This design comes from an exercise in tuning for small area, a short achievable clock period and few clock cycles per item on the open sky130 flow, not from production work.
RTL that was checked went through simulation tests only; none was proved equivalent to the original.
Power and IR drop assume default switching activity.

## k24_xu
module k24_xu (
    input             clk,
    input             rst,           
    input             in_valid,
    output            in_ready,
    input      [23:0] in_instr,      
    input      [23:0] in_wa,         
    input      [23:0] in_wb,         
    input      [23:0] in_wd,         
    input             in_ovt,        
    output reg        out_valid,
    output reg        out_we,        
    output reg [3:0]  out_rd,        
    output reg [23:0] out_wdata,
    output     [3:0]  out_flags,     
    output reg        out_exc,
    output     [15:0] out_ecause     
);
export LEC_CHECK = 0
export ABC_AREA = 1
export CAP_MARGIN = 60
export CORE_MARGIN = 2
export CORE_UTILIZATION = 60
export PLACE_DENSITY = 0.75
export SLEW_MARGIN = 80
create_clock -name core_clock -period 16.0 [get_ports {clk}]
run.sh (not shown) runs the stock make flow with config.mk's settings and CLKGATE_MAP_FILE= SYNTH_SCRIPT=/design/flow/synth_recipe.tcl, a recipe that flattens the netlist after the stock synthesis.
Testbench counts at the start, summed over its fixed seeds: cycles 39,242, instrs 32,000.
Edit:
==> flow/flow/run.sh (new file) <==
#!/bin/bash
set -euo pipefail
cd "$(dirname "$0")/.."
bash standard.sh SETUP_SLACK_MARGIN=11.5 finish > standard_flow.log 2>&1
==> flow/standard.sh (new file) <==
#!/bin/bash
# synth_recipe.tcl (not shown) runs the flow's synth.tcl, then flattens the netlist and writes it again
# the make line also repeats each setting of config.mk as NAME=value (left out here)
make -C /OpenROAD-flow-scripts/flow DESIGN_CONFIG=/design/flow/config.mk WORK_HOME=/design/flow/orfs CLKGATE_MAP_FILE= SYNTH_SCRIPT=/design/flow/synth_recipe.tcl "${@:-finish}"
removed: flow/run.sh
Fmax grows by 17%.
Worst setup slack gains 830 ps.
Sequential power barely changes.
Hold slack got worse by 4.4 ps.
Utilization rises by 2.9 points.
Wire length climbs by about 2%.
Clock power stays flat.
Design area rose by about 4%.

== main ==
Another version of the RTL of k24_xu (not shown whole).
Size in the first run: roughly 400 flip-flops, about 150 I/O pins, about 0.044 mm^2 of cells after synthesis.
Settings: LEC_CHECK=0, ABC_AREA=1, CAP_MARGIN=30, CORE_MARGIN=2, CORE_UTILIZATION=60, PLACE_DENSITY=0.75, SLEW_MARGIN=50; clock period 16.0 ns.
standard.sh (not shown) runs the stock make flow with config.mk's settings and CLKGATE_MAP_FILE= SYNTH_SCRIPT=/design/flow/synth_recipe.tcl, a recipe that flattens the netlist after the stock synthesis.
==> flow/flow/run.sh <==
#!/bin/bash
set -euo pipefail
cd "$(dirname "$0")/.."
bash standard.sh SETUP_SLACK_MARGIN=11.5 'BUFFER_PORTS_ARGS=-buffer_cell sky130_fd_sc_hd__buf_4' finish > standard_flow.log 2>&1
Testbench counts of main, summed over its fixed seeds: cycles 39,242, instrs 32,000.
Relative to main, the following input files were edited for the feature branch:
# main
export LEC_CHECK = 0
export ABC_AREA = 1
export CAP_MARGIN = 30
export CORE_MARGIN = 2
export CORE_UTILIZATION = 60
export PLACE_DENSITY = 0.75
export SLEW_MARGIN = 50
create_clock -name core_clock -period 16.0 [get_ports {clk}]
# the feature branch
export LEC_CHECK = 0
export ABC_AREA = 1
export CAP_MARGIN = 30
export CORE_MARGIN = 2
export CORE_UTILIZATION = 60
export PLACE_DENSITY = 0.75
export SLEW_MARGIN = 20
create_clock -name core_clock -period 16.0 [get_ports {clk}]
### Flow results
Between main and the feature branch, the global-route usage does not differ in any meaningful way.
The feature branch vs main — achievable clock frequency dropped by a few percent
Ratio of total power to cell area is lower on main
Relative to main, the clock power of the feature branch is higher by about 6%.
The feature branch vs main: internal power contribution up by a few percent
The feature branch: setup slack at placement 0.26 ns above main
The feature branch vs. main: worst hold-check slack flat; number of cells on the critical path saw a decrease; core utilization of the finished layout higher; post-route worst setup slack lost 0.18 ns.

wip/violet:
Another version of the RTL of k24_xu (not shown whole).
Size in the first run: ~6000 cells after synthesis, about 440 flip-flops, ~150 I/O pins, ~0.044 mm2 of cells after synthesis.
Settings: LEC_CHECK=0, ABC_AREA=1, CAP_MARGIN=60, CORE_MARGIN=2, CORE_UTILIZATION=60, PLACE_DENSITY=0.75, SLEW_MARGIN=80; clock period 16.0 ns.
run.sh (not shown) runs the stock make flow with config.mk's settings and CLKGATE_MAP_FILE= SYNTH_SCRIPT=/design/flow/synth_recipe.tcl, a recipe that flattens the netlist after the stock synthesis.
Stock flow here: none of the scripts above is used.
What wip/fjord does differently from wip/violet at the input level:
diff --git a/flow/config.mk b/flow/config.mk
--- a/flow/config.mk
+++ b/flow/config.mk
@@ -8,3 +8,3 @@
 export ABC_AREA = 1
-export CAP_MARGIN = 60
+export CAP_MARGIN = 20
 export CORE_MARGIN = 2
@@ -12,2 +12,2 @@
 export PLACE_DENSITY = 0.75
-export SLEW_MARGIN = 80
+export SLEW_MARGIN = 20
==> summary.txt <==
- For wip/violet, the slowest stage cell on the critical path was sky130_fd_sc_hd__dfxtp_2, unlike wip/fjord, where it was sky130_fd_sc_hd__o21ai_0.
- In the tables for wip/fjord and wip/violet, count of nets after finishing reads lower with wip/fjord.
- Register area, wip/fjord vs wip/violet: down slightly
- Total stage count of the critical path, wip/fjord and wip/violet, higher one = wip/violet.
- Delta (wip/fjord minus wip/violet): met2 routed wirelength down about 4.3%; synthesis-to-finish area growth down 9.3 points; number of distinct library cell variants in the gate-level netlist after synthesis flat.
Input changes introduced in wip/harbor (baseline for comparison: wip/fjord):
diff --git a/flow/config.mk b/flow/config.mk
--- a/flow/config.mk
+++ b/flow/config.mk
@@ -10,4 +10,3 @@
 export CORE_MARGIN = 2
-export CORE_UTILIZATION = 60
-export PLACE_DENSITY = 0.75
+export CORE_UTILIZATION = 40
 export SLEW_MARGIN = 20
[summary]
Multi-input logic portion of the cell area ended up 1.1 points lower on wip/harbor than on wip/fjord.
When the final numbers for wip/fjord and wip/harbor were put side by side, the clock tree buffer count of the final layout turned out to be greater in wip/harbor.
wip/fjord → wip/harbor: area of all placed cells without fillers higher; data-path buffer share of cell area in the final layout rose 0.33 points.
Register fraction of the total cell area (lower): wip/harbor
In wip/harbor, data arrival at the endpoint of the critical path is higher than in wip/fjord.
Against wip/fjord as the reference, wip/harbor delivers a higher fraction of the cycle the final worst path needs.
In terms of synthesized cell count, wip/fjord and wip/harbor differ only marginally.
Diff wip/fjord -> wip/harbor: setup-violating endpoint count in the final report held steady, worst relative slew slack rose 7.5 points.
No functional check of the RTL was part of any run of this note.

[what the ideal ports hide]
In the flow no input, the clock included, has a driving cell. The finished layouts below were timed again as built, in two steps. Step 1 assumes that a clkbuf_16 drives the clock port and a buf_2 every other input. Step 2 adds t to the input delays and takes it off the output delays; t is the mean of the earliest and latest rising clock arrival at the registers after step 1. Input paths then give back, and output paths get back, about the clock's delay inside the block. Three values: ideal ports, drivers, drivers and shift; two values: the first two.
run	t, ns	setup WS [ns]	worst data-port slew with drivers (ns)	cell pins on the clock port's net
the first run of note 1	0.696	10.369 / 10.369 / 9.959	0.05	1
the second run of note 1	0.689	11.202 / 11.246 / 10.557	0.06	1
main	0.655	11.507 / 11.468 / 10.813	0.10	1
the feature branch	0.654	11.328 / 11.317 / 10.663	0.11	1
wip/violet	0.703	9.660 / 9.660 / 9.599	0.09	1
wip/fjord	0.695	8.704 / 8.704 / 8.704	0.09	1
wip/harbor	0.711	8.616 / 8.616 / 8.616	0.05	1
After both steps setup and hold are still met in every run listed. For main, which loses most, drivers alone change the setup slack by -0.039 ns; drivers and shift together by -0.694 ns.
